This is an optimization exercise on Yosys and OpenROAD, whose aim is small area, a short achievable clock period and few clock cycles, not a production implementation.
Function not checked in this run: the RTL went through the layout flow alone.

### flow/constraint.sdc
create_clock -name core_clock -period 12.0 [get_ports {clk}]
set_input_delay 2.4000 -clock core_clock [delete_from_list [all_inputs] [get_ports {clk}]]
set_output_delay 2.4000 -clock core_clock [all_outputs]
set_load 0.01 [all_outputs]
### flow/standard.sh
#!/bin/bash
# synth_recipe.tcl (not shown) runs the flow's synth.tcl, then flattens the netlist and writes it again
# the make line also repeats each setting of config.mk as NAME=value (left out here)
make -C /OpenROAD-flow-scripts/flow DESIGN_CONFIG=/design/flow/config.mk WORK_HOME=/design/flow/orfs CLKGATE_MAP_FILE= SYNTH_SCRIPT=/design/flow/synth_recipe.tcl "${@:-finish}"
### flow/design.v
module pvc_decoder (
    input  wire        clk,
    input  wire        rst,
    input  wire        s_valid,
    output wire        s_ready,
    input  wire [19:0] s_last,
    input  wire [19:0] s_desc,
    input  wire        s_eob,
    input  wire [13:0] s_bits,
    input  wire        b_valid,
    output wire        b_ready,
    input  wire [19:0] b_data,
    output reg         r_valid,
    output reg  [19:0] r_value,
    output reg         v_valid,
    output reg         v_ok,
    output wire [13:0] v_used
);
    reg        dfull;           
    reg [2:0]  dmode;
    reg [3:0]  dq;
    reg        disd;            
    reg [19:0] dlast;
    reg        deob;
    reg        dfirst;          
    reg        nfirst;          
    reg        gd, gn;          
    reg        sr;              
    reg [13:0] brem;
    reg [2:0]  ib;
    reg        past;            
    reg        drain;           
    reg [19:0] s0, s1, s2;
    reg [2:0]  v;
    reg [4:0]  p;               
    reg [19:0] ph;              
    reg [13:0] acc;             
    assign s_ready = sr;
    assign b_ready = !v[2];
    assign v_used  = acc;
    wire take   = s_valid && sr;
    wire arrive = b_valid && !v[2];
    wire g      = disd ? gd : gn;
    wire dec    = dfull && g;
    wire [59:0] win = {ib[2] ? s2 : 20'd0, ib[1] ? s1 : 20'd0, ib[0] ? s0 : 20'd0};
    wire [38:0] xa = p[4] ? {12'd0, win[42:16]} : win[38:0];
    wire [30:0] xb = p[3] ? xa[38:8] : xa[30:0];
    wire [26:0] xc = p[2] ? xb[30:4] : xb[26:0];
    wire [24:0] xd = p[1] ? xc[26:2] : xc[24:0];
    wire [23:0] x  = p[0] ? xd[24:1] : xd[23:0];
    wire       isp = (dmode == 3'd3) || (dmode == 3'd4);    
    wire [22:0] wl = {s1[2:0] & {3{ib[1]}}, s0};
    wire [3:0]  L;
    genvar gx, gj;
    generate for (gx = 0; gx < 4; gx = gx + 1) begin : g_l
        wire [19:0] t;
        for (gj = 0; gj < 20; gj = gj + 1) begin : g_j
            assign t[gj] = ph[gj] & wl[gj + gx];
        end
        assign L[gx] = ib[0] & (|t);
    end endgenerate
    wire       P = L[0];
    wire [4:0] wq = 5'd20 - {1'b0, dq};
    reg  [4:0] w1, w0;
    always @* begin
        case (dmode)
            3'd0:    begin w1 = 5'd20;      w0 = 5'd20; end
            3'd2:    begin w1 = wq;         w0 = wq;    end
            3'd3:    begin w1 = 5'd21;      w0 = 5'd1;  end
            default: begin w1 = wq + 5'd1;  w0 = 5'd1;  end
        endcase
    end
    wire [4:0] w = disd ? ((L == 4'd0) ? 5'd24 : {1'b0, L} + 5'd4) : (P ? w1 : w0);
    function [7:0] stepv(input [5:0] ss);
        reg [5:0] t;
        begin
            if (ss >= 6'd40)      begin t = ss - 6'd40; stepv = {2'd2, t[4:0], t[4:0] >= 5'd17}; end
            else if (ss >= 6'd20) begin t = ss - 6'd20; stepv = {2'd1, t[4:0], t[4:0] >= 5'd17}; end
            else                                        stepv = {2'd0, ss[4:0], ss[4:0] >= 5'd17};
        end
    endfunction
    wire [7:0] stx  = {2'd1, p, p >= 5'd17};
    wire [7:0] sti  = (p == 5'd19) ? 8'b01_00000_0 : {2'd0, p + 5'd1, p >= 5'd16};
    wire [7:0] stdb = {sti[7:6] + 2'd1, sti[5:0]};
    wire [5:0] pq   = {1'b0, p} - {2'b0, dq};                 
    wire [5:0] pq1  = pq + 6'd1;                              
    wire [5:0] pqw  = pq + 6'd20;
    wire [5:0] pq1w = pq1 + 6'd20;
    wire [7:0] stb  = pq[5]  ? {2'd0, pqw[4:0],  pqw[4:0] >= 5'd17} : {2'd1, pq[4:0], pq[4:0] >= 5'd17};
    wire [7:0] stbb = pq1[5] ? {2'd0, pq1w[4:0], pq1w[4:0] >= 5'd17} :
                      (pq1 == 6'd20) ? 8'b10_00000_0 : {2'd1, pq1[4:0], pq1[4:0] >= 5'd17};
    reg  [7:0] st1, st0;
    always @* begin
        case (dmode)
            3'd0:    begin st1 = stx;  st0 = stx; end
            3'd2:    begin st1 = stb;  st0 = stb; end
            3'd3:    begin st1 = stdb; st0 = sti; end
            default: begin st1 = stbb; st0 = sti; end
        endcase
    end
    wire [7:0] st24 = stepv({1'b0, p} + 6'd24);             
    wire [4:0] u  = p + 5'd4;                                 
    wire [4:0] ub = p - 5'd16;                                
    wire [3:0] ug = u[3:0] & L, ut = u[3:0] ^ L;
    wire [3:0] bg = ub[3:0] & L, bt = ub[3:0] ^ L;
    wire ua1 = ug[0];
    wire ua2 = ug[1] | ut[1] & ug[0];
    wire ua3 = ug[2] | ut[2] & ug[1] | ut[2] & ut[1] & ug[0];
    wire ua4 = ug[3] | ut[3] & ug[2] | ut[3] & ut[2] & ug[1] | ut[3] & ut[2] & ut[1] & ug[0];
    wire ba1 = bg[0];
    wire ba2 = bg[1] | bt[1] & bg[0];
    wire ba3 = bg[2] | bt[2] & bg[1] | bt[2] & bt[1] & bg[0];
    wire ba4 = bg[3] | bt[3] & bg[2] | bt[3] & bt[2] & bg[1] | bt[3] & bt[2] & bt[1] & bg[0];
    wire [4:0] sa = {u[4] ^ ua4, ut ^ {ua3, ua2, ua1, 1'b0}};        
    wire [4:0] sb = {ub[4] ^ ba4, bt ^ {ba3, ba2, ba1, 1'b0}};       
    wire [15:0] gev;
    generate for (gx = 0; gx < 16; gx = gx + 1) begin : g_ge
        assign gev[gx] = ({1'b0, u} + gx >= 6'd20);
    end endgenerate
    wire ge20 = gev[L];
    wire [7:0] std = (L == 4'd0) ? st24 :
                     ge20 ? {2'd1, sb, sb >= 5'd17} : {2'd0, sa, sa >= 5'd17};
    wire [7:0] st  = disd ? std : (P ? st1 : st0);
    wire [1:0] A   = st[7:6];
    wire [4:0] pw  = st[5:1];
    wire       phi = st[0];
    wire        bhi = |brem[13:6];
    wire [6:0]  tb  = {1'b0, brem[5:0]} - {2'b0, p};    
    function gt_w(input [4:0] ww);                        
        gt_w = !bhi && ($signed(tb) < $signed({2'b0, ww}));
    endfunction
    function eq_w(input [4:0] ww);                        
        eq_w = !bhi && (tb == {2'b0, ww});
    endfunction
    wire [15:0] gtd, eqd;
    generate for (gx = 0; gx < 16; gx = gx + 1) begin : g_cmp
        assign gtd[gx] = gt_w(gx == 0 ? 5'd24 : 5'(gx + 4));
        assign eqd[gx] = eq_w(gx == 0 ? 5'd24 : 5'(gx + 4));
    end endgenerate
    wire s_gt = disd ? gtd[L] : P ? gt_w(w1) : gt_w(w0);
    wire s_eq = disd ? eqd[L] : P ? eq_w(w1) : eq_w(w0);
    wire [14:0] dmask;
    generate for (gx = 0; gx < 15; gx = gx + 1) begin : g_mask
        assign dmask[gx] = (L > gx);
    end endgenerate
    wire [15:0] dsx  = {x[18:4], 1'b0};
    wire        dsgn = dsx[L];
    wire [19:0] dext = {{5{dsgn}}, (x[18:4] & dmask) | ({15{dsgn}} & ~dmask)};
    wire [19:0] y    = disd ? ((L == 4'd0) ? x[23:4] : dext) : (isp ? x[20:1] : x[19:0]);
    wire ib3 = bhi || (brem[5:0] > 6'd60);
    wire ib4 = |brem[13:7] || (brem[6:0] > 7'd80);
    wire [4:0] ibx = {ib4, ib3, ib};
    wire [1:0] nib = ib[2] ? 2'd3 : ib[1] ? 2'd2 : ib[0] ? 2'd1 : 2'd0;
    wire [1:0] deo = ib[1] ? 2'd2 : ib[0] ? 2'd1 : 2'd0;     
    reg [1:0] d;
    always @* begin
        d = 2'd0;
        if (drain)
            d = (v[0] && ib[0]) ? 2'd1 : 2'd0;
        else if (dec)
            d = deob ? deo : (A != 2'd0 && ib[0]) ? ((A == 2'd2 && ib[1]) ? 2'd2 : 2'd1) : 2'd0;
    end
    wire [2:0] v_sh  = (d == 2'd0) ? v : (d == 2'd1) ? {1'b0, v[2:1]} : {2'b00, v[2]};
    wire [2:0] v_nxt = arrive ? {v_sh[1:0], 1'b1} : v_sh;
    wire ctx = sr && nfirst;
    wire [13:0] bsub = (d == 2'd0) ? brem :
                       (d == 2'd1) ? (ib[1] ? brem - 14'd20 : 14'd0) :
                                     (ib[2] ? brem - 14'd40 : 14'd0);
    wire [2:0] ibsub = (d == 2'd0) ? ib : (d == 2'd1) ? ibx[3:1] : ibx[4:2];
    wire [2:0] ibnew = {s_bits > 14'd40, s_bits > 14'd20, s_bits != 14'd0};
    wire drain_nxt = dec ? (deob && ib[2]) : (drain && (d == 2'd1 ? ib[1] : ib[0]));
    wire [4:0] p_nxt = dec ? (deob ? 5'd0 : pw) : p;
    wire [19:0] ph_nxt = 20'd1 << p_nxt;
    wire dfull_nxt = take || (dfull && !dec);
    wire deob_nxt  = sr ? s_eob : deob;
    wire [1:0] nva  = v[2] ? 2'd3 : v[1] ? 2'd2 : v[0] ? 2'd1 : 2'd0;
    wire [2:0] nvb  = {1'b0, nva} + {2'b0, arrive};            
    wire       n2   = (d == 2'd0) ? (nvb >= 3'd2) : (d == 2'd1) ? (nvb >= 3'd3) : 1'b0;
    wire       n3   = (d == 2'd0) && (nvb == 3'd3);
    wire       allk = !ibx[nvb];                                
    wire       okn  = allk || n2;
    wire       okd  = allk || n3 || (n2 && !phi);
    wire       oke  = n2;
    wire       alls = !ctx && allk;
    wire       oksn = alls || n2;
    wire       oksd = alls || n3 || (n2 && p < 5'd17);
    wire gd_nxt = !drain_nxt && (dec ? (deob ? oke : okd) : oksd);
    wire gn_nxt = !drain_nxt && (dec ? (deob ? oke : okn) : oksn);
    wire isd_nxt = sr ? (s_desc[19:17] == 3'd1) : disd;
    wire [2:0] gib = ctx ? 3'b111 : ibsub;
    wire blk_nxt = !drain_nxt && !(dfull_nxt && deob_nxt && gib[2]);
    wire sr_nxt  = blk_nxt && (!dfull_nxt || (isd_nxt ? gd_nxt : gn_nxt));
    wire [3:0]  sh = (dmode == 3'd2 || dmode == 3'd4) ? dq : 4'd0;
    wire [19:0] z  = y << sh;
    wire [19:0] r  = (disd && L != 4'd0) ? dlast + y : (isp && !P) ? dlast : z;
    always @(posedge clk) begin
        if (rst) begin
            dfull   <= 1'b0;
            nfirst  <= 1'b1;
            gd      <= 1'b0;
            gn      <= 1'b0;
            sr      <= 1'b1;
            v       <= 3'd0;
            p       <= 5'd0;
            ph      <= 20'd1;
            drain   <= 1'b0;
            r_valid <= 1'b0;
            v_valid <= 1'b0;
        end else begin
            dfull   <= dfull_nxt;
            gd      <= gd_nxt;
            gn      <= gn_nxt;
            sr      <= sr_nxt;
            v       <= v_nxt;
            p       <= p_nxt;
            ph      <= ph_nxt;
            drain   <= drain_nxt;
            if (take)
                nfirst <= s_eob;
            r_valid <= dec;
            v_valid <= dec && deob;
        end
        if (sr) begin
            dmode  <= s_desc[19:17];
            disd   <= (s_desc[19:17] == 3'd1);
            dq     <= s_desc[15:12];
            dlast  <= s_last;
            deob   <= s_eob;
            dfirst <= nfirst;
        end
        brem <= ctx ? s_bits : bsub;
        ib   <= ctx ? ibnew : ibsub;
        if (ctx)
            past <= 1'b0;
        else if (dec)
            past <= past || s_gt;
        case (d)
            2'd0: begin
                if (!v[0]) s0 <= b_data;
                if (!v[1]) s1 <= b_data;
                if (!v[2]) s2 <= b_data;
            end
            2'd1: begin
                s0 <= v[1] ? s1 : b_data;
                s1 <= v[2] ? s2 : b_data;
                s2 <= b_data;
            end
            default: begin
                s0 <= v[2] ? s2 : b_data;
                s1 <= b_data;
                s2 <= b_data;
            end
        endcase
        r_value <= r;
        v_ok    <= !past && s_eq;
        if (dec)
            acc <= (dfirst ? 14'd0 : acc) + {9'd0, w};
    end
endmodule
### flow/config.mk
export PLATFORM = sky130hd
export DESIGN_NAME = pvc_decoder
export DESIGN_NICKNAME = pvc_decoder
export VERILOG_FILES = /design/flow/design.v
export SDC_FILE = /design/flow/constraint.sdc
export NUM_CORES = 4
export LEC_CHECK = 0
export ABC_AREA = 1
export CAP_MARGIN = 20
export CORE_MARGIN = 2
export CORE_UTILIZATION = 60
export CTS_BUF_LIST = sky130_fd_sc_hd__clkbuf_8
export SLEW_MARGIN = 20
export TNS_END_PERCENT = 5
### flow/flow/run.sh
#!/bin/bash
set -euo pipefail
export SETUP_SLACK_MARGIN=8
bash standard.sh > standard_flow.log 2>&1
==> metrics.cfg <==
[routing]
drt_pass1_iterations=6
drt_wl_total_um=63500
vias_per_cell=6.34
ant_nets=0
route.detailed.drc=0
vias=20611
drt_iter0_markers=2925
wl_per_cell_um=19.5

[cts]
ctsHtreeMaxLevel=4
worstSkewPairLatency_ns=0.54
clockRootBuffer=clkbuf_8
cts_max_path_buffers=2
clkTransAtPathRegs_ns=0.11
cts_buffers=17
cts.sinks=179
cts_tree=yes

[place]
placed_area_um2=18200
placed_cells=3054
port_buffers=104
gp_congestion=1.05
dp_hpwl_um=40900

[synth]
syn_inst=2677
ys_warn_count=1
synth_edf_count=78
ys_ff_latch=179
syn_nets=2862
netlist_area_um2=17000
synth-seq-area-share_pct=25.7
async_flop_share_pct=0
synth_cell_types=64
synth_flop_cell=dfxtp_1
syn_avg_cell_area_um2=6.33

[worst_setup_path]
worstPathArrival_ns=5.10
worst-r2r-setup-slack_ns=7.35
slowest_delay_ns=0.52
crit_start=s0[16]
path_max_fanout=4
start_kind=flop
path_depth=33
worstReg2RegStart=s0[16]
required_ns=12.45
crit_type=reg -> reg
crit_path_top_delay_cell=edfxtp_1
critPathCapture=r_value[14]
cp_top_family=simple AND/OR/NAND/NOR gates
endpoint_kind=flop
critPathBufInv=5
cpMostUsedCell=nor2_1
timing.rr.end=r_value[14]
r2r_cells=33

[floorplan]
pin_count=118
die_w_um=172
rows=61
die_h_um=172
initial_utilization_pct=61.0
core_region_area_um2=27800
dieArea_um2=29600

[layout]
final_cells=3250
final_nets=3044
drive_above_1_share_pct=14.8
postLayoutCellArea_um2=21000
diodes=0
final_common_cell=nand2_1
area_delta_synth_final_pct=23.8
mostFrequentLayoutCells=731 x nand2_1, 345 x nand3_1, 228 x nor2_1, 200 x inv_1, 173 x o21ai_0

[timing]
fin_tns_setup_ns=0
fin_skew_ns=0.0211
min_period_ns=4.65
fmax_mhz=215
period_share_pct=38.7
timing.slew.headroom_pct=26.2
finalSetupViolCount=0
hold_violations=0
rsz0062_at_grt=true
worstMarginPinSlew_ns=1.10
drv_slew=0

[pwr]
ir_drop_uv=165
power_mw=5.17
power.leakage_nw=9.43
p_per_area_nw_per_um2=246

[grt]
grt_pass1_wl_um=96300
gr-total-overflow=0
grt_pass1_vias=18491
grt_antenna_before_repair=0
grt_max_degree=45
grt_usage_pct=41.5

[worst_hold_path]
hold_class=reg -> reg

[run]
maxCapViolations=0

[status]
outcome=no timing/DRC/antenna violations

==> registers in the layout, summed over array words and instances (netlist names), 4 cells and up <==
name     flops
ph          20
p            5
s0          20
brem        14
dq           4
dlast       20
s1          20
acc         14
s2          20
r_value     20
==> layer usage <==
| layer | GRT usage [%] | up-vias | wire [µm] |
|---|---|---|---|
| met3 | 8.42 | 337 | 6850 |
| met2 | 67.7 | 1390 | 28600 |
| li1 | - | 9432 | - |
| met4 | 23.2 | 0 | 4070 |
| met5 | 0 | - | 0 |
| met1 | 51.2 | 9452 | 24000 |
==> kinds of logic (layout without fill, tap and decap cells) <==
family | Yosys count | in the layout | share of synthesized area (%)
xor+xnor | 59 | 59 | 3.14
flops | 179 | 179 | 25.7
mux | 2 | 2 | 0.118
simple gates | 1468 | 1472 | 37.0
buf+inv | 359 | 550 | 8.80
fa+ha+maj | 106 | 106 | 8.04
compound gates | 504 | 504 | 17.2
==> layout make-up <==
type                    instances  area [µm²]
multi-input cells            2143       12000
fillers                      2203        6790
flip-flops and latches        179        4380
repair buffers                280        2700
inverters                     233         975
well taps                     378         473
clock buffers                  17         234
clock inverters                15         185
repair inverters                5        42.5
==> report_power, final <==
part,total [mW],internal (mW),switching (mW)
clock,0.451,0.177,0.274
combinational,3.72,1.45,2.27
sequential,0.995,0.835,0.159
==> worst min path at each step <==
stage,depth (start not counted),end,start
floorplan,0,dfirst,nfirst
global placement,2,past,past
detailed placement,2,past,past
CTS,2,past,past
global route,2,past,past
finish,2,past,past
==> worst reg2reg max path: cells and delay by family (launching register included) <==
| family | cells | cell delay (ns) |
|---|---|---|
| simple gates | 15 | 1.48 |
| compound gates | 10 | 1.34 |
| buf+inv | 5 | 0.61 |
| flops | 1 | 0.52 |
| fa+ha+maj | 2 | 0.45 |
| xor+xnor | 1 | 0.15 |
==> cell usage after synthesis, types with 4 or more instances <==
master	number	area, µm²
ha_1	101	1260
nand3_1	372	1860
or2_2	5	31.3
o21ai_0	190	951
nand3b_1	8	60.1
nor4_1	8	50.1
nor2_1	242	908
o22ai_1	28	175
clkinv_1	4	15.0
nand4_1	29	181
o21ai_1	10	50.1
buf_1	10	37.5
a31oi_1	24	150
o221ai_1	6	52.6
edfxtp_1	78	2340
buf_2	42	210
clkbuf_1	59	221
buf_4	8	60.1
o31ai_1	4	30.0
nand2_2	8	50.1
o21bai_1	6	45.0
nand2_1	762	2860
nand3_2	12	120
dfxtp_1	101	2020
inv_2	11	41.3
xnor2_1	20	175
a21boi_0	10	75.1
o2111ai_1	6	52.6
xor2_1	37	324
a211oi_1	4	30.0
a221oi_1	4	35.0
nor3_1	14	70.1
buf_6	6	67.6
a22o_1	5	43.8
a22oi_1	9	67.6
fa_1	5	100
inv_1	217	815
a21oi_1	145	726
o211ai_1	29	218
==> timing repair <==
action | CTS | global route
pin swaps | 70 | 59
buffers inserted | 107 | 42
resized for setup | 148 | 103
hold buffers | 0 | 0
cloned | 14 | 1
endpoints found under the setup margin | 177 | 164
==> through the flow <==
| step | setup slack (ns) | hold WS, ns | utilization (%) |
|---|---|---|---|
| global route | 7.08 | 0.551 | 75.6 |
| CTS | 7.59 | 0.504 | 72.8 |
| global placement | 5.67 | 0.447 | 65.3 |
| floorplan | 7.99 | 0.430 | - |
| finish | 7.35 | 0.504 | 75.6 |
| detailed placement | 5.64 | 0.476 | 65.3 |

-- separate check: timing with driven ports --
Ports are ideal in the flow. The routed layout listed here was re-timed in OpenROAD. Step 1, drivers: a clkbuf_16 drives clk and a buf_2 each remaining input, both assumed. Step 2 adds t to the input delays and takes it off the output delays; t is the mean of the earliest and latest rising clock arrival at the registers after step 1. Input paths then give back, and output paths get back, about the clock's delay inside the block. Three values: ideal, step 1, step 2; two values: the first two.
shift t [ns]: 0.583
setup WS [ns]: 7.351 / 7.351 / 7.160
worst setup path at the end: input to register
After both steps this run still meets setup and hold. For this run, drivers alone change the setup slack by 0.000 ns; drivers and shift together by -0.191 ns.
